What follows belongs to an exercise in optimizing a design on an open flow for small area, a short achievable clock period and few clock cycles; a production flow would make more cautious choices. Function was checked by simulation only, so behaviour that the tests miss may differ from the original. No activity file was given, so power comes from the tool's default toggle rates.

Setup of v43:
Design corr_channel, start of the top module:
module corr_channel (
    input  wire        clk,
    input  wire        rst,
    input  wire        cfg_valid,
    output wire        cfg_ready,
    input  wire [35:0] cfg_fcw,
    input  wire [35:0] cfg_phi,
    input  wire [35:0] cfg_cfw,
    input  wire [35:0] cfg_frac,
    input  wire [3:0]  cfg_de,
    input  wire [3:0]  cfg_dv,
    input  wire [23:0] cfg_nsamp,
    input  wire        s_valid,
    output wire        s_ready,
    input  wire        s_x,
    input  wire [3:0]  s_i,
    input  wire [3:0]  s_q,
    input  wire        chip,
    output wire        chip_take,
    output wire        res_valid,
    output wire [31:0] res_ve_i,
    output wire [31:0] res_ve_q,
    output wire [31:0] res_e_i,
    output wire [31:0] res_e_q,
    output wire [31:0] res_p_i,
    output wire [31:0] res_p_q,
    output wire [31:0] res_l_i,
    output wire [31:0] res_l_q,
    output wire [31:0] res_vl_i,
    output wire [31:0] res_vl_q,
    output wire [23:0] res_used,
    output wire        res_range
);
export LEC_CHECK = 0
export CAP_MARGIN = 20
export CORE_MARGIN = 2
export CORE_UTILIZATION = 55
export CTS_CLUSTER_DIAMETER = 80
export CTS_CLUSTER_SIZE = 34
export PLACE_DENSITY = 0.7
export SLEW_MARGIN = 30
create_clock -name core_clock -period 13.0 [get_ports {clk}]
standard.sh (not shown) runs the stock make flow with config.mk's settings and CLKGATE_MAP_FILE= SYNTH_SCRIPT=/design/flow/synth_recipe.tcl, a recipe that flattens the netlist after the stock synthesis.
==> flow/flow/run.sh <==
#!/bin/bash
# Standard layout with plain buffers (buf_1) on the ports, and timing repair
# aimed well below the 13 ns constraint (setup margin), so that the resizer
# shortens the paths that set the achieved period.
set -euo pipefail
export BUFFER_PORTS_ARGS="-buffer_cell sky130_fd_sc_hd__buf_1"
export SETUP_SLACK_MARGIN=8.9
bash standard.sh finish > flow.log 2>&1
Testbench counts of v43, summed over its fixed seeds: cycles 122,042.
--- input diff v43..v42 ---
Settings: a deleted CTS_CLUSTER_SIZE that had been 34; a change of CORE_UTILIZATION from 55 to 60; a deleted CTS_CLUSTER_DIAMETER that had been 80; a change of SLEW_MARGIN from 30 to 20.
--- outcome ---
Compared v42 vs v43, and cell area is up in v42.
Going from v43 to v42, the global-route usage was found to have gone up by 2.2 points.
Delta (v42 minus v43): proportion of power drawn by combinational gates decreased by 2.3 points relative to the old numbers, met1 track utilization from global routing now sits higher.
What v50 does differently from v42 at the input level:
Settings: PLACE_DENSITY: 0.7 -> 0.6; CORE_UTILIZATION: 60 -> 40.
==> run notes <==
v50 reached the final stage; the timing, DRC and antenna checks on its layout passed. v42: PASS, flow complete, no timing, DRC or antenna violations. Sort v50 and v42 by total cell area at the placement stage asc -> top: v42. Compared with v42, v50 shows a lower global placer's final weighted congestion. Final design area excluding fillers for v50 is higher than for v42. Compared with v42, v50 shows power that has gone up slightly. Against v42, v50 comes in 0.7 points lower on logic gate share of total power. The run showing the smaller non-clock buffer count is v42. Fraction of area in registers (v50 over v42): decrease, 0.62 points. [diff] worst setup slack, v50 relative to v42: regression.
Relative to v50, the following input files were edited for v37:
Settings: swapping 0.6 for 0.7 in PLACE_DENSITY; swapping 40 for 60 in CORE_UTILIZATION.
-- flow/flow/run.sh --
<<< v50, line 6
export BUFFER_PORTS_ARGS="-buffer_cell sky130_fd_sc_hd__buf_1"
export SETUP_SLACK_MARGIN=8.9
bash standard.sh finish > flow.log 2>&1
>>> v37, line 6
export BUFFER_PORTS_ARGS="-buffer_cell sky130_fd_sc_hd__buf_1"
export SETUP_SLACK_MARGIN=8.6
bash standard.sh finish > flow.log 2>&1
Of v37 and v50, the higher setup slack belongs to v50.
Against v50, v37 comes in 126 higher on pin count of the biggest net entering global routing.
The lower CTS buffer count of v37 and v50 is in v37.
Cmp v37 and v50 / number of stages on the worst setup path / higher: v37
Data-path buffer share of cell area in the final layout in v37 vs v50: down 0.26 points
What v50 reported for routed wire length has to be multiplied by 0.916 to get the figure for v37.
Going from v50 to v37, measured slew at the worst slew-check pin grows by 0.54 ns.
| post-cts gate resize count | v37 vs v50 | 13 lower |
Of v37 and v50, it is v37 that has the higher number of search-and-repair iterations in the first detailed-routing pass.
The layout from v37, despite a flow that completed every stage, fails the layout checks, with the failing checks listed as max-slew violations.
From v50 to v37 the numbers moved as follows: wire length per cell after detailed routing fell 0.41%, worst hold slack rose by 0.026 ns.
Input changes introduced in v49 (baseline for comparison: v37):
Settings: an added CTS_BUF_LIST of sky130_fd_sc_hd__clkbuf_8.
-- flow/flow/run.sh --
<<< v37, line 6
export BUFFER_PORTS_ARGS="-buffer_cell sky130_fd_sc_hd__buf_1"
export SETUP_SLACK_MARGIN=8.6
bash standard.sh finish > flow.log 2>&1
>>> v49, line 6
export BUFFER_PORTS_ARGS="-buffer_cell sky130_fd_sc_hd__buf_1"
export SETUP_SLACK_MARGIN=8.9
bash standard.sh finish > flow.log 2>&1
## What came out
Of the two candidates, v37 has the better cell area and v49 the worse one. Going from v37 to v49, final critical-path share of the clock period shrinks by 0.93 points. In v49 the portion of total power attributed to the clock network turned out 0.6 points lower than in v37. From v37 to v49, initial antenna violation count did not move at all. Detail-routed net length per standard cell ends up lower on v49. v49 — non-clock buffer count 21 higher, v37 as reference. In v49, the number of cells on the worst reg-to-reg path came out 1 above the value in v37. In v49 relative to v37, count of vias placed by the detailed router had gone up slightly. v49 and v37 ended up with roughly the same global-route usage. Although it ran to completion, v37 produced a layout that fails the final checks because of max-slew violations. v49 had finished all stages when the layout checks came back failing, citing max-slew violations. Re residual overflow from global routing: no difference whatsoever between v37 and v49.

========
corr_channel again, from the RTL that the note above started with.
==> flow/config.mk <==
export PLATFORM = sky130hd
export DESIGN_NAME = corr_channel
export DESIGN_NICKNAME = corr_channel
export VERILOG_FILES = /design/flow/design.v
export SDC_FILE = /design/flow/constraint.sdc
export NUM_CORES = 4
export LEC_CHECK = 0
export CAP_MARGIN = 20
export CORE_MARGIN = 2
export CORE_UTILIZATION = 55
export CTS_CLUSTER_DIAMETER = 70
export CTS_CLUSTER_SIZE = 30
export PLACE_DENSITY = 0.7
export SLEW_MARGIN = 30
==> flow/constraint.sdc <==
create_clock -name core_clock -period 13.0 [get_ports {clk}]
set_input_delay 2.6000 -clock core_clock [delete_from_list [all_inputs] [get_ports {clk}]]
set_output_delay 2.6000 -clock core_clock [all_outputs]
set_load 0.01 [all_outputs]
==> flow/flow/run.sh <==
#!/bin/bash
# Standard layout with plain buffers (buf_1) on the ports, and timing repair
# aimed well below the 13 ns constraint (setup margin), so that the resizer
# shortens the paths that set the achieved period.
set -euo pipefail
export BUFFER_PORTS_ARGS="-buffer_cell sky130_fd_sc_hd__buf_1"
export SETUP_SLACK_MARGIN=8.9
bash standard.sh finish > flow.log 2>&1
The starting point produced a clean layout.
Testbench counts at the start, summed over its fixed seeds: cycles 122,042.
Rerun with:
Settings changed: CORE_UTILIZATION 55 to 60, CTS_CLUSTER_DIAMETER 70 to 60, CTS_CLUSTER_SIZE 30 to 25, SLEW_MARGIN 30 to 20.
This time the run finished with max-slew violations left.
Area after synthesis stays the same.
Utilization went up by 6.3 points.
Count of clock-buffer cells in the layout went up by 13.
Die area went down by 8.2%.
Worst hold slack got worse by 0.057 ns.
Sequential power went down by about 2%.
Final area hardly moves.
Clock skew hardly moves.
Global-route usage went up by 1.9 points.
Setup slack got worse by 0.013 ns.
Routed wire length went down by 1.6%.

-- separate check: timing with driven ports --
Ports are ideal in the flow. The routed layouts listed here were re-timed in OpenROAD.
Step 1 (the two cells are an assumption about what drives the block):
set clk [get_ports {clk}]
set_driving_cell -lib_cell sky130_fd_sc_hd__clkbuf_16 $clk
set_driving_cell -lib_cell sky130_fd_sc_hd__buf_2 [delete_from_list [all_inputs] $clk]
Step 2 also shifts input and output timing later by t, the mid clock arrival at the registers, as if the neighbouring blocks saw the same clock.
Slacks: ideal ports / drivers / drivers and shift; pairs: ideal ports / drivers.
run | t, ns | slack for setup (ns) | worst slew at a driven data input, ns | pins driven straight from the clock port
v43 | 0.683 | 8.988 / 8.918 / 9.079 | 0.11 | 1
v42 | 0.683 | 8.996 / 8.927 / 9.040 | 0.11 | 1
v50 | 0.728 | 8.962 / 8.896 / 9.095 | 0.13 | 1
v37 | 0.684 | 8.842 / 8.806 / 8.842 | 0.11 | 1
v49 | 0.790 | 8.962 / 8.897 / 9.049 | 0.12 | 1
the first run of note 2 | 0.673 | 8.992 / 8.924 / 9.071 | 0.11 | 1
the second run of note 2 | 0.691 | 8.979 / 8.911 / 9.036 | 0.11 | 1
